What follows belongs to an exercise in optimizing a design on an open flow for small area, a short achievable clock period and few clock cycles; a production flow would make more cautious choices. Only simulation tests tie the RTL to the original design; equivalence was not proved. No activity file was given, so power comes from the tool's default toggle rates.

## flow/design.v (module list and top-level ports; edited modules follow where they fit)
// module red_reduce: 881 lines
module red_reduce (
    input  wire        clk,
    input  wire        rst,         
    input  wire        in_valid,
    output reg         in_ready,
    input  wire        in_first,    
    input  wire        in_last,     
    input  wire [7:0]  op,
    input  wire [23:0] p0,
    input  wire [23:0] p1,
    input  wire [23:0] a,
    input  wire        a_ok,
    input  wire [23:0] b,
    input  wire        b_ok,
    output reg         out_valid,
    output wire [23:0] r0,
    output wire [23:0] r1,
    output reg         r_ok,
    output reg         nsat,
    output reg         asat
);
  // ...
==> flow/flow/run.sh <==
#!/bin/bash
# Standard layout, with repair_timing aiming for extra setup slack so that the
# achieved period shrinks, and port buffers of an ordinary buffer cell; the
# constraints (SDC, clock period) are the design's.
set -euo pipefail
bash standard.sh "BUFFER_PORTS_ARGS=-buffer_cell sky130_fd_sc_hd__buf_2" SETUP_SLACK_MARGIN=9.75 finish > orfs_make.log 2>&1
==> flow/standard.sh <==
#!/bin/bash
# synth_recipe.tcl (not shown) runs the flow's synth.tcl, then flattens the netlist and writes it again
# the make line also repeats each setting of config.mk as NAME=value (left out here)
make -C /OpenROAD-flow-scripts/flow DESIGN_CONFIG=/design/flow/config.mk WORK_HOME=/design/flow/orfs CLKGATE_MAP_FILE= SYNTH_SCRIPT=/design/flow/synth_recipe.tcl "${@:-finish}"
==> flow/config.mk <==
export PLATFORM = sky130hd
export DESIGN_NAME = red_reduce
export DESIGN_NICKNAME = red_reduce
export VERILOG_FILES = /design/flow/design.v
export SDC_FILE = /design/flow/constraint.sdc
export NUM_CORES = 4
export LEC_CHECK = 0
export CAP_MARGIN = 20
export CORE_MARGIN = 2
export CORE_UTILIZATION = 40
export CTS_BUF_LIST = sky130_fd_sc_hd__clkbuf_4 sky130_fd_sc_hd__clkbuf_8
export SLEW_MARGIN = 20
==> flow/constraint.sdc <==
create_clock -name core_clock -period 14.0 [get_ports {clk}]
set_input_delay 2.8000 -clock core_clock [delete_from_list [all_inputs] [get_ports {clk}]]
set_output_delay 2.8000 -clock core_clock [all_outputs]
set_load 0.01 [all_outputs]
==> impl_metrics.prom, run 1 <==
# TYPE chip_impl_metric gauge
chip_impl_metric{name="p_comb",unit="µW"} 2900
chip_impl_info{name="worst_hold_path.endpoint",value="mm2$_DFF_P_"} 1
chip_impl_metric{name="final.clkbuf_count",unit=""} 130
chip_impl_metric{name="timing.final.max_slew_violations",unit=""} 0
chip_impl_info{name="hold_class",value="reg -> reg"} 1
chip_impl_metric{name="timing.critical_path.fanout_max",unit=""} 2
chip_impl_metric{name="track_usage",unit="%"} 24.1
chip_impl_metric{name="antenna_violating_nets_left",unit=""} 0
chip_impl_metric{name="drt-vias-per-instance",unit=""} 5.53
chip_impl_info{name="synth_top_family_by_area",value="adder cells"} 1
chip_impl_metric{name="detail_route.drc_violations",unit=""} 0
chip_impl_metric{name="finalHoldViolCount",unit=""} 0
chip_impl_metric{name="power_clock",unit="µW"} 1480
chip_impl_metric{name="tap-cell-count",unit=""} 1368
chip_impl_info{name="hold_path_startpoint",value="mm1$_DFF_P_"} 1
chip_impl_metric{name="die_h",unit="µm"} 323
chip_impl_metric{name="first_global_vias",unit=""} 32800
chip_impl_metric{name="period_needed",unit="ns"} 4.25
chip_impl_metric{name="grt_use_met3",unit="%"} 3.90
chip_impl_metric{name="worst_clock_skew",unit="ns"} 0.0655
chip_impl_info{name="top_layer_used",value="met5"} 1
chip_impl_metric{name="antennaDiodeCount",unit=""} 3
chip_impl_metric{name="count_of_different_cell_masters_after_synthesis",unit=""} 91
chip_impl_metric{name="estimated_wirelength_of_the_detail_placed_design",unit="mm"} 88.3
chip_impl_metric{name="totalNegativeSetupSlack",unit="ns"} 0
chip_impl_info{name="yosys.cell_count.top_type",value="nand2_1"} 1
chip_impl_metric{name="io_pins",unit=""} 164
chip_impl_metric{name="register_area",unit="µm²"} 11100
chip_impl_metric{name="detailed_place.area",unit="µm²"} 42200
chip_impl_metric{name="cp.buffers_inverters",unit=""} 1
chip_impl_metric{name="pd_cells",unit="nW/µm²"} 140
chip_impl_info{name="run_status",value="finished clean"} 1
chip_impl_metric{name="clk_path_buf_depth",unit=""} 3
chip_impl_metric{name="drt-initial-drc-count",unit=""} 3185
chip_impl_metric{name="multi_input_area_share",unit="%"} 59.4
chip_impl_metric{name="detailroute.via_count",unit=""} 34100
chip_impl_metric{name="clock_area_share",unit="%"} 4.36
chip_impl_metric{name="num-fill-cells",unit=""} 9998
Testbench counts, summed over its fixed seeds: cycles 42,289.
==> inputs of run 2 (changes only) <==
--- a/flow/config.mk
+++ b/flow/config.mk
@@ -9,4 +9,4 @@
 export CORE_MARGIN = 2
 export CORE_UTILIZATION = 40
-export CTS_BUF_LIST = sky130_fd_sc_hd__clkbuf_4 sky130_fd_sc_hd__clkbuf_8
+export CTS_CLUSTER_SIZE = 30
 export SLEW_MARGIN = 20
==> run 2 against run 1 <==
Clock power grew 7%. Global-route usage shrank 0.18 points. Combinational power about the same. Clock skew is 0.015 ns lower. Fmax is 0.73% higher. Sequential power hardly changed. Critical endpoint is now r0[5]. Still clean.
==> impl_metrics.prom, run 2 <==
# TYPE chip_impl_metric gauge
chip_impl_info{name="run_status",value="finished clean"} 1
chip_impl_metric{name="clock_pin_slew_reported_for_the_worst_setup_and_hold_paths_after_clock_tree_synthesis",unit="ns"} 0.06
chip_impl_metric{name="total_leakage_power",unit="µW"} 0.0183
chip_impl_metric{name="grt_antenna_before_repair",unit=""} 3
chip_impl_info{name="highest_count_cells_in_the_layout_ignoring_fill_and_taps",value="579 x nand2_1, 420 x inv_1, 345 x o21ai_0, 279 x fa_1, 269 x dfxtp_1"} 1
chip_impl_metric{name="finalHoldViolCount",unit=""} 0
chip_impl_info{name="yosys.area.top_type",value="dfxtp_1"} 1
chip_impl_metric{name="synth.ff_latch_count",unit=""} 465
chip_impl_metric{name="drt-initial-drc-count",unit=""} 3119
chip_impl_metric{name="postSynth.asyncResetShare",unit="%"} 0
chip_impl_info{name="cp_top_family",value="flip-flops"} 1
chip_impl_metric{name="clock_power_share",unit="%"} 24.7
chip_impl_metric{name="placementRows",unit=""} 117
chip_impl_metric{name="setup_viol",unit=""} 0
chip_impl_metric{name="first_pass_grt_wire_length",unit="mm"} 195
chip_impl_metric{name="core_region_area",unit="µm²"} 101000
chip_impl_metric{name="period_needed",unit="ns"} 4.22
chip_impl_metric{name="timing.critical_path.fanout_max",unit=""} 6
chip_impl_metric{name="totalNegativeSetupSlack",unit="ns"} 0
chip_impl_metric{name="max_slew_margin",unit="%"} 28.1
chip_impl_info{name="largest_register",value="acc"} 1
chip_impl_metric{name="synth_cells",unit=""} 4710
chip_impl_metric{name="pd_cells",unit="nW/µm²"} 143
chip_impl_metric{name="worst_skew_pair.late_latency",unit="ns"} 0.67
chip_impl_metric{name="design.final.nets",unit=""} 5316
chip_impl_metric{name="synth_sequential_area_ratio",unit="%"} 27.2
chip_impl_metric{name="critPathArrivalTime",unit="ns"} 1.42
chip_impl_metric{name="cap_viol_max_count",unit=""} 0
chip_impl_metric{name="post-route-period-util",unit="%"} 30.1
chip_impl_metric{name="synth_largest_type_area_fraction",unit="%"} 14.0
chip_impl_info{name="crit_chain",value="buf_2"} 1
chip_impl_info{name="ys_top_cells_by_count",value="579 x nand2_1, 421 x inv_1, 352 x o21ai_0"} 1
chip_impl_info{name="biggestRegsByFlops",value="acc: 58 flops, W: 48 flops"} 1
chip_impl_metric{name="worstMarginPinSlew",unit="ns"} 1.07
chip_impl_metric{name="die_h",unit="µm"} 323
chip_impl_metric{name="number_of_sinks_driven_by_the_clock_tree",unit=""} 465
chip_impl_info{name="critical_path_start_type",value="flop"} 1
chip_impl_info{name="top_layer_used",value="met5"} 1
chip_impl_metric{name="max_freq",unit="MHz"} 237
chip_impl_metric{name="first_global_vias",unit=""} 32500
chip_impl_metric{name="grt_remaining_overflow",unit=""} 0
chip_impl_metric{name="m1WireLength",unit="mm"} 55.6
chip_impl_metric{name="syn_area_per_cell",unit="µm²"} 8.65
chip_impl_metric{name="finalWeightedCongestion",unit=""} 0.914
chip_impl_info{name="tritoncts",value="yes"} 1
chip_impl_metric{name="clk_path_buf_depth",unit=""} 3
chip_impl_metric{name="cts_hold_repair.buffers",unit=""} 0
chip_impl_info{name="setup_crit_path_kind",value="reg -> out"} 1
chip_impl_metric{name="largest_register_ff_count",unit=""} 58
chip_impl_metric{name="finalWirelength",unit="mm"} 126
chip_impl_metric{name="pnr_total_power",unit="µW"} 6420
chip_impl_metric{name="die_x",unit="µm"} 323
chip_impl_metric{name="synth-edff-count",unit=""} 179
chip_impl_metric{name="final_layout_size_suffix_gt1_share",unit="%"} 9.57
chip_impl_info{name="yosys.cell_count.top_type",value="nand2_1"} 1
chip_impl_info{name="critical_path.slowest_cell",value="edfxtp_1"} 1
chip_impl_metric{name="pwr-share-comb",unit="%"} 45.0
chip_impl_info{name="end_kind",value="output pin"} 1
chip_impl_metric{name="count_of_different_cell_masters_after_synthesis",unit=""} 91
chip_impl_metric{name="worst-endpoint-required",unit="ns"} 11.20
chip_impl_metric{name="io_pins",unit=""} 164
chip_impl_metric{name="sequentialPowerShare",unit="%"} 30.3
chip_impl_info{name="clock_tree_root",value="clkbuf_16"} 1
chip_impl_metric{name="antennaDiodeCount",unit=""} 0
chip_impl_metric{name="io_buffers",unit=""} 118
chip_impl_metric{name="cp.buffers_inverters",unit=""} 1
chip_impl_metric{name="effective_utilization_at_floorplan",unit="%"} 40.2
chip_impl_info{name="rsz0062_at_grt",value="true"} 1
chip_impl_metric{name="met2RoutedLength",unit="mm"} 57.0
chip_impl_metric{name="yosys_warnings",unit=""} 1
chip_impl_metric{name="drt-vias-per-instance",unit=""} 5.56
chip_impl_metric{name="met3_length",unit="mm"} 9.02
chip_impl_metric{name="flow.area_growth_from_synthesis",unit="%"} 10.1
chip_impl_metric{name="cts-htree-levels",unit=""} 2
chip_impl_metric{name="irDropWorstVdd",unit="mV"} 0.103
chip_impl_metric{name="detail_route.drc_violations",unit=""} 0
chip_impl_metric{name="track_usage",unit="%"} 23.9
chip_impl_metric{name="floorplan.die_area",unit="µm²"} 104000
chip_impl_metric{name="netSwitchingFraction",unit="%"} 41.3
chip_impl_metric{name="estimated_wirelength_of_the_detail_placed_design",unit="mm"} 88.3
chip_impl_info{name="hold_class",value="reg -> reg"} 1
chip_impl_info{name="layout.cells.most_common",value="nand2_1"} 1
chip_impl_metric{name="worst_clock_skew",unit="ns"} 0.0507
chip_impl_metric{name="synth.cell_area",unit="µm²"} 40800
chip_impl_metric{name="cell_internal_power",unit="µW"} 3770
chip_impl_metric{name="tritoncts_buffer_count",unit=""} 56
chip_impl_metric{name="timing.final.max_slew_violations",unit=""} 0
chip_impl_metric{name="drt_pass1_iterations",unit=""} 6
chip_impl_metric{name="detail_route.wl_per_cell",unit="µm"} 20.7
chip_impl_info{name="synth.top_cells.by_area",value="dfxtp_1 14%, fa_1 14%, edfxtp_1 13%"} 1
chip_impl_metric{name="detailroute.via_count",unit=""} 33900
chip_impl_metric{name="peak_per_stage_delay_on_the_critical_path",unit="ns"} 0.56
chip_impl_metric{name="grt_start_max_net_pins",unit=""} 66
chip_impl_metric{name="antenna_violating_nets_left",unit=""} 0
chip_impl_metric{name="total_switching_power",unit="µW"} 2650
chip_impl_info{name="ys_dominant_reg_cell",value="dfxtp_1"} 1
## run 2: cell counts after synthesis
No cell type changed its count.
## run 2: per-stage QoR
stage / setup slack (ns) / hold slack [ns] / utilization, % / std cells / cell area, µm²
6_report: 9.78 / 0.324 / 44.2 / 6093 / 44900
5_1_grt: 9.73 / 0.335 / 44.2 / 6093 / 44900
4_1_cts: 9.66 / 0.328 / 43.9 / 6075 / 44500
3_5_place_dp: 8.83 / 0.313 / 41.6 / 5948 / 42200
3_3_place_gp: 8.87 / 0.310 / 41.6 / 5948 / 42200
2_1_floorplan: 9.76 / 0.309 / - / 4723 / 40800
## run 2: final timing paths
check	from	slack [ns]	depth (start not counted)	endpoint
setup / recovery	W[5]$_DFFE_PP_	9.78	1	r0[5]
hold / removal	f1$_DFF_P_	0.32	0	f2$_DFF_P_
setup reg to reg	bo1[2]$_SDFF_PN0_	9.88	13	ps[24]$_DFF_P_
hold reg to reg	f1$_DFF_P_	0.32	0	f2$_DFF_P_
## run 2: area by class of cell
cell class,count,area (µm²)
clock buffers,69,1520
flip-flops and latches,465,11100
clock inverters,34,477
inverters,422,1590
well taps,1368,1710
repair inverters,1,5.00
fillers,9980,56600
repair buffers,245,1710
multi-input cells,3489,26700
## run 2: cell families (layout without fill, tap and decap cells)
kind of cell | Yosys count | count (layout) | synth area share, %
AOI/OAI and AO/OA | 1158 | 1158 | 18.0
xor gates and xnor gates | 478 | 478 | 10.3
adders and majority gates | 525 | 525 | 21.3
buffers and inverters | 770 | 771 | 7.70
DFF | 465 | 465 | 27.2
muxes | 36 | 36 | 0.930
other | 1 | 14 | 0.00920
and+or+nand+nor | 1277 | 1278 | 14.6
## run 2: routing by layer
layer  GRT usage [%]  vias up
met4            8.40        2
met2            38.2     1340
li1                -    16000
met5               0        -
met3            3.74      283
met1            32.7    16300
## run 2: repair_timing
| item | in CTS | in global routing |
|---|---|---|
| resized for setup | 24 | 47 |
| pin swaps | 1 | 3 |
| buffers inserted | 23 | 15 |
| gates cloned | 1 | 3 |
| endpoints found under the hold margin | 0 | 0 |
| setup endpoints to repair | 104 | 71 |
## run 2: power groups by stage
stage	Clock (µW)	Combinational [µW]	Sequential (µW)
after floorplan	0	2130	1810
after global placement	0	2730	1980
after detailed placement	0	2770	1980
after CTS	1610	2830	1940
after global routing	1670	3240	1960
final	1580	2890	1950
==> inputs of run 3 (changes only) <==
--- a/flow/config.mk
+++ b/flow/config.mk
@@ -9,4 +9,3 @@
 export CORE_MARGIN = 2
 export CORE_UTILIZATION = 40
-export CTS_CLUSTER_SIZE = 30
 export SLEW_MARGIN = 20
==> run 3 against run 2 <==
Synthesized cell count stayed put. Clock-buffer cell count stayed put. Worst hold slack stayed put. Critical path depth stayed put. Non-clock buffer count stayed put. Critical path type unchanged. Worst setup slack stayed put. Via count stayed put. Sequential power hardly changed. Highest routed layer unchanged. Largest power group unchanged. Sequential share of layout area stayed put. First-iteration DRC count stayed put. Clock power hardly changed. Global-route usage stayed put.
==> impl_metrics.prom, run 3 <==
# TYPE chip_impl_metric gauge
chip_impl_info{name="run_status",value="finished clean"} 1
chip_impl_metric{name="clock_power_share",unit="%"} 24.7
chip_impl_metric{name="critPathArrivalTime",unit="ns"} 1.42
chip_impl_metric{name="cell_internal_power",unit="µW"} 3770
chip_impl_metric{name="first_global_vias",unit=""} 32500
chip_impl_metric{name="cap_viol_max_count",unit=""} 0
chip_impl_info{name="largest_register",value="acc"} 1
chip_impl_metric{name="grt_remaining_overflow",unit=""} 0
chip_impl_info{name="ys_dominant_reg_cell",value="dfxtp_1"} 1
chip_impl_metric{name="irDropWorstVdd",unit="mV"} 0.103
chip_impl_metric{name="antenna_violating_nets_left",unit=""} 0
chip_impl_metric{name="drt-initial-drc-count",unit=""} 3119
chip_impl_info{name="crit_reg_reg_endpoint",value="ps[24]$_DFF_P_"} 1
chip_impl_metric{name="track_usage",unit="%"} 23.9
chip_impl_metric{name="antennaDiodeCount",unit=""} 0
chip_impl_info{name="layout.cells.most_common",value="nand2_1"} 1
chip_impl_metric{name="drt-vias-per-instance",unit=""} 5.56
chip_impl_metric{name="total_leakage_power",unit="µW"} 0.0183
chip_impl_metric{name="detail_route.wl_per_cell",unit="µm"} 20.7
chip_impl_metric{name="first_pass_grt_wire_length",unit="mm"} 195
chip_impl_metric{name="worst-endpoint-required",unit="ns"} 11.20
chip_impl_info{name="rsz0062_at_grt",value="true"} 1
chip_impl_info{name="yosys.area.top_type",value="dfxtp_1"} 1
chip_impl_info{name="critical_path.slowest_cell",value="edfxtp_1"} 1
chip_impl_metric{name="timing.critical_path.depth",unit=""} 1
chip_impl_info{name="cp_top_family",value="flip-flops"} 1
chip_impl_metric{name="netSwitchingFraction",unit="%"} 41.3
chip_impl_metric{name="effective_utilization_at_floorplan",unit="%"} 40.2
chip_impl_metric{name="post-route-period-util",unit="%"} 30.1
chip_impl_metric{name="worst_clock_skew",unit="ns"} 0.0507
chip_impl_metric{name="finalWorstSetupSlack",unit="ns"} 9.78
chip_impl_metric{name="detailroute.via_count",unit=""} 33900
chip_impl_metric{name="worst_skew_pair.late_latency",unit="ns"} 0.67
chip_impl_metric{name="core_region_area",unit="µm²"} 101000
chip_impl_metric{name="cts-htree-levels",unit=""} 2
chip_impl_metric{name="postSynth.asyncResetShare",unit="%"} 0
chip_impl_info{name="yosys.cell_count.top_type",value="nand2_1"} 1
chip_impl_metric{name="timing.final.max_slew_violations",unit=""} 0
chip_impl_info{name="critical_path_start_type",value="flop"} 1
chip_impl_metric{name="clock_pin_slew_reported_for_the_worst_setup_and_hold_paths_after_clock_tree_synthesis",unit="ns"} 0.06
chip_impl_metric{name="place_worst_setup_slack",unit="ns"} 8.83
chip_impl_info{name="critPathLaunch",value="W[5]$_DFFE_PP_"} 1
chip_impl_info{name="clock_tree_root",value="clkbuf_16"} 1
chip_impl_metric{name="setup_viol",unit=""} 0
chip_impl_metric{name="synth_cells",unit=""} 4710
chip_impl_metric{name="finalWirelength",unit="mm"} 126
chip_impl_metric{name="finalHoldViolCount",unit=""} 0
chip_impl_metric{name="worst_hold_margin",unit="ns"} 0.324
chip_impl_metric{name="max_freq",unit="MHz"} 237
chip_impl_metric{name="totalNegativeSetupSlack",unit="ns"} 0
chip_impl_metric{name="tritoncts_buffer_count",unit=""} 56
chip_impl_metric{name="timing.critical_path.fanout_max",unit=""} 6
chip_impl_metric{name="flow.area_growth_from_synthesis",unit="%"} 10.1
chip_impl_metric{name="synth_sequential_area_ratio",unit="%"} 27.2
chip_impl_metric{name="die_x",unit="µm"} 323
chip_impl_metric{name="pnr_total_power",unit="µW"} 6420
chip_impl_metric{name="sequentialPowerShare",unit="%"} 30.3
chip_impl_metric{name="period_needed",unit="ns"} 4.22
chip_impl_metric{name="design.final.nets",unit=""} 5316
chip_impl_metric{name="cts_hold_repair.buffers",unit=""} 0
chip_impl_metric{name="synth.ff_latch_count",unit=""} 465
chip_impl_metric{name="floorplan.die_area",unit="µm²"} 104000
chip_impl_info{name="hold_class",value="reg -> reg"} 1
chip_impl_metric{name="pd_cells",unit="nW/µm²"} 143
chip_impl_info{name="tritoncts",value="yes"} 1
chip_impl_info{name="critical_path.endpoint",value="r0[5]"} 1
chip_impl_metric{name="finalInstanceArea",unit="µm²"} 44900
chip_impl_metric{name="pwr-share-comb",unit="%"} 45.0
chip_impl_metric{name="detailed_place.area",unit="µm²"} 42200
chip_impl_metric{name="worstMarginPinSlew",unit="ns"} 1.07
chip_impl_metric{name="drt_pass1_iterations",unit=""} 6
chip_impl_metric{name="io_buffers",unit=""} 118
chip_impl_info{name="setup_crit_path_kind",value="reg -> out"} 1
chip_impl_metric{name="largest_register_ff_count",unit=""} 58
chip_impl_metric{name="count_of_different_cell_masters_after_synthesis",unit=""} 91
chip_impl_metric{name="cells_on_worst_reg2reg_path",unit=""} 13
chip_impl_metric{name="io_pins",unit=""} 164
chip_impl_metric{name="number_of_sinks_driven_by_the_clock_tree",unit=""} 465
chip_impl_info{name="synth.top_cells.by_area",value="dfxtp_1 14%, fa_1 14%, edfxtp_1 13%"} 1
chip_impl_metric{name="total_switching_power",unit="µW"} 2650
chip_impl_metric{name="peak_per_stage_delay_on_the_critical_path",unit="ns"} 0.56
chip_impl_metric{name="estimated_wirelength_of_the_detail_placed_design",unit="mm"} 88.3
chip_impl_metric{name="max_slew_margin",unit="%"} 28.1
chip_impl_info{name="biggestRegsByFlops",value="acc: 58 flops, W: 48 flops"} 1
chip_impl_metric{name="placementRows",unit=""} 117
chip_impl_metric{name="die_h",unit="µm"} 323
chip_impl_info{name="end_kind",value="output pin"} 1
chip_impl_info{name="ys_top_cells_by_count",value="579 x nand2_1, 421 x inv_1, 352 x o21ai_0"} 1
chip_impl_info{name="highest_count_cells_in_the_layout_ignoring_fill_and_taps",value="579 x nand2_1, 420 x inv_1, 345 x o21ai_0, 279 x fa_1, 269 x dfxtp_1"} 1
chip_impl_metric{name="finalWeightedCongestion",unit=""} 0.914
chip_impl_info{name="crit_chain",value="buf_2"} 1
chip_impl_metric{name="syn_area_per_cell",unit="µm²"} 8.65
chip_impl_metric{name="detail_route.drc_violations",unit=""} 0
chip_impl_metric{name="synth-edff-count",unit=""} 179
chip_impl_metric{name="clk_path_buf_depth",unit=""} 3
chip_impl_metric{name="grt_antenna_before_repair",unit=""} 3
chip_impl_metric{name="grt_start_max_net_pins",unit=""} 66
chip_impl_metric{name="yosys_warnings",unit=""} 1
chip_impl_metric{name="synth_largest_type_area_fraction",unit="%"} 14.0
chip_impl_info{name="worstReg2RegStart",value="bo1[2]$_SDFF_PN0_"} 1
chip_impl_metric{name="final_layout_size_suffix_gt1_share",unit="%"} 9.57
chip_impl_metric{name="timing.reg2reg.setup_slack",unit="ns"} 9.88
chip_impl_metric{name="synth.cell_area",unit="µm²"} 40800
chip_impl_metric{name="cp.buffers_inverters",unit=""} 1
-- run 3: per-layer routing --
| metal | vias up | part of all wire, % | GRT usage [%] |
|---|---|---|---|
| li1 | 16000 | - | - |
| met4 | 2 | 3.7 | 8.40 |
| met5 | - | 0.010 | 0 |
| met2 | 1340 | 45 | 38.2 |
| met3 | 283 | 7.1 | 3.74 |
| met1 | 16300 | 44 | 32.7 |
-- run 3: layout make-up --
cell class              count  area, µm²
fillers                  9980      56600
multi-input cells        3489      26700
flip-flops and latches    465      11100
well taps                1368       1710
repair buffers            245       1710
inverters                 422       1590
clock buffers              69       1520
clock inverters            34        477
repair inverters            1       5.00
-- run 3: metrics by stage --
| stage | instances | util, % |
|---|---|---|
| finish | 6093 | 44.2 |
| global route | 6093 | 44.2 |
| CTS | 6075 | 43.9 |
| detailed placement | 5948 | 41.6 |
| global placement | 5948 | 41.6 |
| floorplan | 4723 | - |
-- run 3: logic make-up (layout without fill, tap and decap cells) --
logic type,Yosys count,after routing,share of synthesized area [%]
flip-flops,465,465,27.2
XOR/XNOR,478,478,10.3
AO/OA/AOI/OAI,1158,1158,18.0
other,1,14,0.00920
adder cells (fa/ha/maj),525,525,21.3
multiplexers,36,36,0.930
AND/OR/NAND/NOR,1277,1278,14.6
buffers and inverters,770,771,7.70
-- run 3: repair_timing --
action | CTS | global route
resized for setup | 24 | 47
pin swaps | 1 | 3
buffers inserted | 23 | 15
cloned | 1 | 3
endpoints found under the setup margin | 104 | 71
-- run 3: power groups by stage --
| stage | Clock [µW] | Sequential (µW) | Combinational (µW) |
|---|---|---|---|
| after floorplan | 0 | 1810 | 2130 |
| after global placement | 0 | 1980 | 2730 |
| after detailed placement | 0 | 1980 | 2770 |
| after CTS | 1610 | 1940 | 2830 |
| after global routing | 1670 | 1960 | 3240 |
| final | 1580 | 1950 | 2890 |
-- run 3: worst min path at each step --
stage / start / end / slack [ns] / cells past startpoint
global route: mx1$_DFF_P_ / mx2$_DFF_P_ / 0.33 / 0
finish: f1$_DFF_P_ / f2$_DFF_P_ / 0.32 / 0
CTS: u1$_DFF_P_ / u2$_DFF_P_ / 0.33 / 0
floorplan: f1$_DFF_P_ / f2$_DFF_P_ / 0.31 / 0
global placement: l1$_DFF_P_ / l2$_DFF_P_ / 0.31 / 0
detailed placement: u1$_DFF_P_ / u2$_DFF_P_ / 0.31 / 0
==> inputs of run 4 (changes only) <==
==> flow/flow/run.sh (replaced) <==
#!/bin/bash
# Standard layout, with repair_timing aiming for extra setup slack so that the
# achieved period shrinks, and port buffers of an ordinary buffer cell; the
# constraints (SDC, clock period) are the design's.
set -euo pipefail
bash standard.sh "BUFFER_PORTS_ARGS=-buffer_cell sky130_fd_sc_hd__buf_2" SETUP_SLACK_MARGIN=10.25 finish > orfs_make.log 2>&1
==> run 4 against run 3 <==
Worst setup slack improved by 0.044 ns. Fmax increased by 1.0%. Cell area increased by 8.5%. Global-route usage increased by 0.97 points. Clock-buffer cell count increased by 11. Flip-flop and latch count unchanged. Non-clock buffer count increased by 178.
==> impl_metrics.prom, run 4 <==
# TYPE chip_impl_metric gauge
chip_impl_metric{name="finalWirelength",unit="mm"} 133
chip_impl_metric{name="setup_viol",unit=""} 0
chip_impl_metric{name="cp.buffers_inverters",unit=""} 1
chip_impl_metric{name="clock_pin_slew_reported_for_the_worst_setup_and_hold_paths_after_clock_tree_synthesis",unit="ns"} 0.06
chip_impl_metric{name="clk_path_buf_depth",unit=""} 3
chip_impl_metric{name="tritoncts_buffer_count",unit=""} 57
chip_impl_info{name="setup_crit_path_kind",value="reg -> out"} 1
chip_impl_metric{name="max_slew_margin",unit="%"} 36.1
chip_impl_metric{name="total_leakage_power",unit="µW"} 0.0197
chip_impl_info{name="cp_top_family",value="flip-flops"} 1
chip_impl_metric{name="peak_per_stage_delay_on_the_critical_path",unit="ns"} 0.54
chip_impl_metric{name="finalWeightedCongestion",unit=""} 0.909
chip_impl_metric{name="period_needed",unit="ns"} 4.18
chip_impl_metric{name="register_area",unit="µm²"} 11200
chip_impl_metric{name="grt_antenna_before_repair",unit=""} 3
chip_impl_info{name="layout.cells.most_common",value="nand2_1"} 1
chip_impl_info{name="end_kind",value="output pin"} 1
chip_impl_metric{name="multi_input_area",unit="µm²"} 28300
chip_impl_metric{name="dp_cells",unit=""} 5943
chip_impl_metric{name="finalHoldViolCount",unit=""} 0
chip_impl_metric{name="io_buffers",unit=""} 118
chip_impl_metric{name="totalNegativeSetupSlack",unit="ns"} 0
chip_impl_metric{name="grt_use_met3",unit="%"} 3.95
chip_impl_metric{name="timing.final.max_slew_violations",unit=""} 0
chip_impl_metric{name="globalRouteMet1Util",unit="%"} 32.9
chip_impl_metric{name="detail_route.wl_per_cell",unit="µm"} 21.1
chip_impl_metric{name="track_usage",unit="%"} 24.8
chip_impl_metric{name="timing.critical_path.fanout_max",unit=""} 2
chip_impl_info{name="hold_class",value="reg -> reg"} 1
chip_impl_metric{name="final-instance-count-excl-fill",unit=""} 6274
chip_impl_metric{name="worst_skew_pair.late_latency",unit="ns"} 0.65
chip_impl_metric{name="floorplan.die_area",unit="µm²"} 104000
chip_impl_info{name="largest_register",value="acc"} 1
chip_impl_metric{name="worst_hold_margin",unit="ns"} 0.322
chip_impl_metric{name="first_pass_grt_wire_length",unit="mm"} 202
chip_impl_metric{name="detail_route.drc_violations",unit=""} 0
chip_impl_metric{name="io_pins",unit=""} 164
chip_impl_info{name="critical_path.slowest_cell",value="edfxtp_1"} 1
chip_impl_metric{name="pnr_total_power",unit="µW"} 6920
chip_impl_info{name="biggestRegsByFlops",value="acc: 58 flops, W: 48 flops"} 1
chip_impl_metric{name="antenna_violating_nets_left",unit=""} 0
chip_impl_metric{name="postSynth.asyncResetShare",unit="%"} 0
chip_impl_metric{name="detailed_place.area",unit="µm²"} 42400
chip_impl_metric{name="antennaDiodeCount",unit=""} 0
chip_impl_info{name="yosys.cell_count.top_type",value="nand2_1"} 1
chip_impl_info{name="highest_count_cells_in_the_layout_ignoring_fill_and_taps",value="570 x nand2_1, 389 x inv_1, 327 x o21ai_0, 251 x a21oi_1, 244 x fa_1"} 1
chip_impl_metric{name="estimated_wirelength_of_the_detail_placed_design",unit="mm"} 88.2
chip_impl_metric{name="detailroute.via_count",unit=""} 35200
chip_impl_metric{name="synth_sequential_area_ratio",unit="%"} 27.2
chip_impl_metric{name="synth-edff-count",unit=""} 179
chip_impl_metric{name="design.final.nets",unit=""} 5497
chip_impl_metric{name="irDropWorstVdd",unit="mV"} 0.111
chip_impl_metric{name="drt-initial-drc-count",unit=""} 3554
chip_impl_metric{name="count_of_different_cell_masters_after_synthesis",unit=""} 91
chip_impl_metric{name="synth.cell_area",unit="µm²"} 40800
chip_impl_metric{name="synth_cells",unit=""} 4710
chip_impl_metric{name="pd_cells",unit="nW/µm²"} 142
chip_impl_metric{name="drt-vias-per-instance",unit=""} 5.61
chip_impl_info{name="busiest_metal_layer_after_global_routing",value="met2"} 1
chip_impl_metric{name="use_met2",unit="%"} 39.6
chip_impl_metric{name="final_layout_size_suffix_gt1_share",unit="%"} 18.6
chip_impl_info{name="clock_tree_root",value="clkbuf_16"} 1
chip_impl_metric{name="critPathArrivalTime",unit="ns"} 1.38
chip_impl_metric{name="core_region_area",unit="µm²"} 101000
chip_impl_metric{name="syn_area_per_cell",unit="µm²"} 8.65
chip_impl_info{name="run_status",value="finished clean"} 1
chip_impl_metric{name="die_h",unit="µm"} 323
chip_impl_metric{name="post-route-period-util",unit="%"} 29.8
chip_impl_metric{name="placementRows",unit=""} 117
chip_impl_metric{name="cts-htree-levels",unit=""} 2
chip_impl_metric{name="die_x",unit="µm"} 323
chip_impl_metric{name="synth_largest_type_area_fraction",unit="%"} 14.0
chip_impl_metric{name="flow.area_growth_from_synthesis",unit="%"} 19.5
chip_impl_metric{name="largest_register_ff_count",unit=""} 58
chip_impl_info{name="rsz0062_at_grt",value="true"} 1
chip_impl_metric{name="finalInstanceArea",unit="µm²"} 48700
chip_impl_info{name="synth.top_cells.by_area",value="dfxtp_1 14%, fa_1 14%, edfxtp_1 13%"} 1
chip_impl_metric{name="worst-endpoint-required",unit="ns"} 11.20
chip_impl_metric{name="cap_viol_max_count",unit=""} 0
chip_impl_info{name="ys_dominant_reg_cell",value="dfxtp_1"} 1
chip_impl_metric{name="synth.ff_latch_count",unit=""} 465
chip_impl_metric{name="timing.reg2reg.setup_slack",unit="ns"} 10.06
chip_impl_info{name="tritoncts",value="yes"} 1
chip_impl_info{name="yosys.area.top_type",value="dfxtp_1"} 1
chip_impl_info{name="crit_chain",value="buf_2"} 1
chip_impl_metric{name="worstMarginPinSlew",unit="ns"} 0.956
chip_impl_metric{name="max_freq",unit="MHz"} 239
chip_impl_metric{name="number_of_sinks_driven_by_the_clock_tree",unit=""} 465
chip_impl_metric{name="drt_pass1_iterations",unit=""} 6
chip_impl_metric{name="first_global_vias",unit=""} 34300
chip_impl_metric{name="worst_clock_skew",unit="ns"} 0.0355
chip_impl_info{name="critical_path_start_type",value="flop"} 1
chip_impl_metric{name="effective_utilization_at_floorplan",unit="%"} 40.2
chip_impl_metric{name="grt_start_max_net_pins",unit=""} 53
chip_impl_metric{name="grt_remaining_overflow",unit=""} 0
chip_impl_info{name="ys_top_cells_by_count",value="579 x nand2_1, 421 x inv_1, 352 x o21ai_0"} 1
chip_impl_metric{name="yosys_warnings",unit=""} 1
chip_impl_metric{name="num-fill-cells",unit=""} 9515
==> run 4: cell counts after synthesis <==
No cell type changed its count.
==> run 4: layout make-up <==
| class | instances | area share [%] |
|---|---|---|
| clock buffers | 80 | 3.42 |
| clock inverters | 24 | 0.578 |
| inverters | 422 | 3.26 |
| multi-input cells | 3491 | 58.0 |
| flip-flops and latches | 465 | 23.0 |
| well taps | 1368 | 3.51 |
| repair buffers | 423 | 8.16 |
| repair inverters | 1 | 0.0154 |
==> run 4: final timing paths <==
kind	from	end	cells past startpoint
setup reg to reg	bt1[4]$_DFF_P_	ps[23]$_DFF_P_	15
hold reg to reg	l1$_DFF_P_	l2$_DFF_P_	0
hold / removal	l1$_DFF_P_	l2$_DFF_P_	0
setup / recovery	W[21]$_DFFE_PP_	r0[21]	1
==> run 4: metal layers <==
layer | wire (µm) | vias to the layer above
met5 | 0 | -
met4 | 7170 | 0
met3 | 10600 | 401
met2 | 59300 | 1646
met1 | 55500 | 16800
li1 | - | 16300
==> run 4: cells by family after synthesis <==
logic type                 Yosys count  synth area share (%)
and+or+nand+nor                   1277                  14.6
AOI/OAI and AO/OA                 1158                  18.0
buffers and inverters              770                  7.70
adders and majority gates          525                  21.3
xor gates and xnor gates           478                  10.3
DFF                                465                  27.2
muxes                               36                 0.930
other                                1               0.00920
==> run 4: timing repair <==
| action | CTS | global route |
|---|---|---|
| resized for setup | 264 | 291 |
| hold buffers | 0 | 0 |
| setup endpoints to repair | 229 | 223 |
| setup buffers | 139 | 71 |
| gates cloned | 14 | 3 |
| pin swaps | 80 | 129 |
==> run 4: report_power, final <==
part,internal [µW],switching [µW],leakage [µW]
logic,1520,1920,0.0148
registers,1660,288,0.00401
clock network,922,607,0.000964
==> run 4: through the flow <==
step	util, %	worst slack (ns)
3_3_place_gp	41.8	9.18
2_1_floorplan	-	9.95
3_5_place_dp	41.8	9.17
4_1_cts	46.3	9.79
6_report	48.0	9.82
5_1_grt	48.0	9.81
==> inputs of run 5 (changes only) <==
==> flow/flow/run.sh (replaced) <==
#!/bin/bash
# Standard layout, with repair_timing aiming for extra setup slack so that the
# achieved period shrinks, and port buffers of an ordinary buffer cell; the
# constraints (SDC, clock period) are the design's.
set -euo pipefail
bash standard.sh "BUFFER_PORTS_ARGS=-buffer_cell sky130_fd_sc_hd__buf_2" SETUP_SLACK_MARGIN=10 finish > orfs_make.log 2>&1
==> run 5 against run 4 <==
Still clean on timing, DRC and antenna. Synthesized area is the same. Critical path depth is the same. Sequential share of layout area grew 1.1 points. Clock skew shrank 0.0034 ns. Worst hold slack gained 0.0044 ns. Combinational power shrank 13%. Cell count shrank 1.4%. Clock power is essentially flat. Cell area shrank 5.1%. Synthesized cell count is the same. Largest power group unchanged.
==> impl_metrics.prom, run 5 <==
# TYPE chip_impl_metric gauge
chip_impl_info{name="biggestRegsByFlops",value="acc: 58 flops, W: 48 flops"} 1
chip_impl_metric{name="placementRows",unit=""} 117
chip_impl_metric{name="synth.cell_area",unit="µm²"} 40800
chip_impl_metric{name="number_of_sinks_driven_by_the_clock_tree",unit=""} 465
chip_impl_info{name="run_status",value="finished clean"} 1
chip_impl_metric{name="first_global_vias",unit=""} 33000
chip_impl_metric{name="count_of_different_cell_masters_after_synthesis",unit=""} 91
chip_impl_metric{name="peak_per_stage_delay_on_the_critical_path",unit="ns"} 0.53
chip_impl_info{name="ys_top_cells_by_count",value="579 x nand2_1, 421 x inv_1, 352 x o21ai_0"} 1
chip_impl_metric{name="final_layout_size_suffix_gt1_share",unit="%"} 12.3
chip_impl_metric{name="io_pins",unit=""} 164
chip_impl_metric{name="yosys_warnings",unit=""} 1
chip_impl_info{name="yosys.area.top_type",value="dfxtp_1"} 1
chip_impl_metric{name="finalWeightedCongestion",unit=""} 0.908
chip_impl_info{name="clock_tree_root",value="clkbuf_16"} 1
chip_impl_metric{name="design.final.nets",unit=""} 5405
chip_impl_metric{name="post_synth_and_or_nand_nor_area_fraction",unit="%"} 14.6
chip_impl_metric{name="synth.ff_latch_count",unit=""} 465
chip_impl_metric{name="drt_pass1_iterations",unit=""} 6
chip_impl_metric{name="core_region_area",unit="µm²"} 101000
chip_impl_metric{name="floorplan.die_area",unit="µm²"} 104000
chip_impl_metric{name="drt-initial-drc-count",unit=""} 3343
chip_impl_metric{name="period_needed",unit="ns"} 4.18
chip_impl_metric{name="largest_register_ff_count",unit=""} 58
chip_impl_metric{name="pd_cells",unit="nW/µm²"} 139
chip_impl_metric{name="finalInstanceArea",unit="µm²"} 46200
chip_impl_metric{name="effective_utilization_at_floorplan",unit="%"} 40.2
chip_impl_metric{name="die_x",unit="µm"} 323
chip_impl_metric{name="synth-adder-area-share",unit="%"} 21.3
chip_impl_info{name="tritoncts",value="yes"} 1
chip_impl_metric{name="timing.final.max_slew_violations",unit=""} 0
chip_impl_metric{name="finalWirelength",unit="mm"} 130
chip_impl_metric{name="grt_antenna_before_repair",unit=""} 5
chip_impl_metric{name="timing.critical_path.fanout_max",unit=""} 2
chip_impl_metric{name="detail_route.drc_violations",unit=""} 0
chip_impl_metric{name="first_pass_grt_wire_length",unit="mm"} 197
chip_impl_metric{name="tritoncts_buffer_count",unit=""} 55
chip_impl_metric{name="totalNegativeSetupSlack",unit="ns"} 0
chip_impl_info{name="ys_dominant_reg_cell",value="dfxtp_1"} 1
chip_impl_metric{name="worstMarginPinSlew",unit="ns"} 1.02
chip_impl_metric{name="flow.area_growth_from_synthesis",unit="%"} 13.5
chip_impl_info{name="layout.cells.most_common",value="nand2_1"} 1
chip_impl_info{name="largest_register",value="acc"} 1
chip_impl_metric{name="setup_viol",unit=""} 0
chip_impl_info{name="highest_count_cells_in_the_layout_ignoring_fill_and_taps",value="577 x nand2_1, 418 x inv_1, 342 x o21ai_0, 278 x fa_1"} 1
chip_impl_metric{name="detailroute.via_count",unit=""} 34300
chip_impl_metric{name="cts-htree-levels",unit=""} 2
chip_impl_info{name="cp_top_family",value="flip-flops"} 1
chip_impl_metric{name="max_freq",unit="MHz"} 239
chip_impl_metric{name="synth_compound_area_share",unit="%"} 17.9
chip_impl_info{name="synth_top_family_by_area",value="adder cells"} 1
chip_impl_metric{name="syn_area_per_cell",unit="µm²"} 8.65
chip_impl_metric{name="drt-vias-per-instance",unit=""} 5.55
chip_impl_info{name="hold_class",value="reg -> reg"} 1
chip_impl_metric{name="synth_largest_type_area_fraction",unit="%"} 14.0
chip_impl_metric{name="worst_clock_skew",unit="ns"} 0.0321
chip_impl_info{name="end_kind",value="output pin"} 1
chip_impl_metric{name="io_buffers",unit=""} 118
chip_impl_metric{name="worst-endpoint-required",unit="ns"} 11.20
chip_impl_metric{name="clk_path_buf_depth",unit=""} 3
chip_impl_metric{name="die_h",unit="µm"} 323
chip_impl_metric{name="final-instance-count-excl-fill",unit=""} 6184
chip_impl_info{name="rsz0062_at_grt",value="true"} 1
chip_impl_metric{name="cap_viol_max_count",unit=""} 0
chip_impl_metric{name="synth_xor_area_share",unit="%"} 10.3
chip_impl_metric{name="postSynth.asyncResetShare",unit="%"} 0
chip_impl_metric{name="finalHoldViolCount",unit=""} 0
chip_impl_info{name="synth.top_cells.by_area",value="dfxtp_1 14%, fa_1 14%, edfxtp_1 13%"} 1
chip_impl_metric{name="post-route-period-util",unit="%"} 29.9
chip_impl_metric{name="critPathArrivalTime",unit="ns"} 1.38
chip_impl_metric{name="antenna_violating_nets_left",unit=""} 0
chip_impl_metric{name="synth_sequential_area_ratio",unit="%"} 27.2
chip_impl_metric{name="synth.area.mux_share",unit="%"} 0.930
chip_impl_metric{name="dp_cells",unit=""} 5943
chip_impl_metric{name="grt_remaining_overflow",unit=""} 0
chip_impl_metric{name="clock_pin_slew_reported_for_the_worst_setup_and_hold_paths_after_clock_tree_synthesis",unit="ns"} 0.07
chip_impl_metric{name="max_slew_margin",unit="%"} 31.6
chip_impl_metric{name="detailed_place.area",unit="µm²"} 42200
chip_impl_metric{name="synth_cells",unit=""} 4710
chip_impl_metric{name="cp.buffers_inverters",unit=""} 1
chip_impl_info{name="yosys.cell_count.top_type",value="nand2_1"} 1
chip_impl_info{name="crit_chain",value="buf_2"} 1
chip_impl_metric{name="estimated_wirelength_of_the_detail_placed_design",unit="mm"} 88.9
chip_impl_info{name="critical_path.slowest_cell",value="edfxtp_1"} 1
chip_impl_metric{name="grt_start_max_net_pins",unit=""} 53
chip_impl_metric{name="detail_route.wl_per_cell",unit="µm"} 21.0
chip_impl_metric{name="track_usage",unit="%"} 24.2
chip_impl_metric{name="worst_skew_pair.late_latency",unit="ns"} 0.65
chip_impl_info{name="critical_path_start_type",value="flop"} 1
chip_impl_info{name="setup_crit_path_kind",value="reg -> out"} 1
chip_impl_metric{name="total_leakage_power",unit="µW"} 0.0188
chip_impl_metric{name="synth-edff-count",unit=""} 179
chip_impl_metric{name="irDropWorstVdd",unit="mV"} 0.120
run 5: cell counts after synthesis:
Identical to the previous run, type by type.
run 5: logic make-up after synthesis:
kind of cell	count (synthesis)
AOI/OAI and AO/OA	1158
DFF	465
muxes	36
buffers and inverters	770
adders and majority gates	525
other	1
and+or+nand+nor	1277
xor gates and xnor gates	478
run 5: per-stage QoR:
stage	util (%)	setup WS (ns)	hold WS, ns	power, µW
after detailed placement	41.6	8.91	0.313	4720
after global placement	41.6	8.95	0.310	4690
final	45.6	9.82	0.326	6430
after floorplan	-	9.93	0.309	3950
after CTS	44.4	9.78	0.327	6310
after global routing	45.6	9.80	0.337	6870
run 5: worst register-to-register path: stages, from the launching register on:
cell     delay (ns)
dfxtp_1        0.32
buf_6          0.15
nor2b_4        0.22
buf_4          0.18
a22oi_1        0.09
xor2_1         0.18
fa_1           0.54
fa_1           0.59
fa_1           0.46
fa_1           0.58
inv_1          0.06
fa_1           0.47
run 5: layout make-up:
| type | instances | area [µm²] |
|---|---|---|
| antenna | 2 | 5.00 |
| clock buffer | 71 | 1510 |
| clock inverter | 31 | 364 |
| fill | 9867 | 55200 |
| inverter | 422 | 1600 |
| multi-input combinational | 3489 | 27000 |
| sequential | 465 | 11200 |
| tap | 1368 | 1710 |
| timing repair buffer | 334 | 2850 |
| timing repair inverter | 2 | 12.5 |
run 5: final timing paths:
check | start | end | slack, ns | cells after the start
hold / removal | mm1$_DFF_P_ | mm2$_DFF_P_ | 0.33 | 0
hold reg to reg | mm1$_DFF_P_ | mm2$_DFF_P_ | 0.33 | 0
setup reg to reg | bt1[4]$_DFF_P_ | ps[22]$_DFF_P_ | 10.02 | 11
setup / recovery | W[19]$_DFFE_PP_ | r0[19] | 9.82 | 1
run 5: where the power goes:
part / leakage, µW / internal (µW) / switching, µW
clock network: 0.000913 / 889 / 623
registers: 0.00400 / 1660 / 268
logic: 0.0139 / 1240 / 1760
total: 0.0188 / 3780 / 2650
run 5: what timing repair did:
item	4_1_cts	5_1_grt
buffers inserted	73	50
pin swaps	2	34
resized for setup	77	119
endpoints found under the setup margin	164	163
hold buffers	0	0
cloned	4	10
run 5: layer usage:
layer  up-vias  wire, µm  GRT usage [%]
met5         -        21              0
met4         4      4770           8.49
met3       283     10000           3.63
met2      1434     59400           39.3
met1     16500     55700           32.7
li1      16100         -              -

==> what the ideal ports hide <==
In the flow no input, the clock included, has a driving cell. The finished layouts below were timed again as built, in two steps. Step 1, drivers: a clkbuf_16 drives clk and a buf_2 each remaining input, both assumed. Step 2 times the ports against the registers' clock, not the clock port: input delays grow and output delays shrink by t, the midpoint of the rising clock arrivals with the driver on. Slacks: ideal / step 1 / step 2; pairs: ideal / step 1.
run | t (ns) | setup slack, ns | latest minus earliest clock arrival (ns) | slew at the worst register clock pin (ns)
run 1 | 0.770 | 9.748 / 9.681 / 9.370 | 0.066 / 0.066 | 0.07 / 0.07
run 2 | 0.709 | 9.779 / 9.710 / 9.337 | 0.051 / 0.050 | 0.07 / 0.07
run 3 | 0.709 | 9.779 / 9.710 / 9.337 | 0.051 / 0.050 | 0.07 / 0.07
run 4 | 0.701 | 9.823 / 9.752 / 9.685 | 0.036 / 0.036 | 0.06 / 0.06
run 5 | 0.699 | 9.817 / 9.750 / 9.475 | 0.033 / 0.032 | 0.07 / 0.07
After both steps every run listed still meets setup and hold.
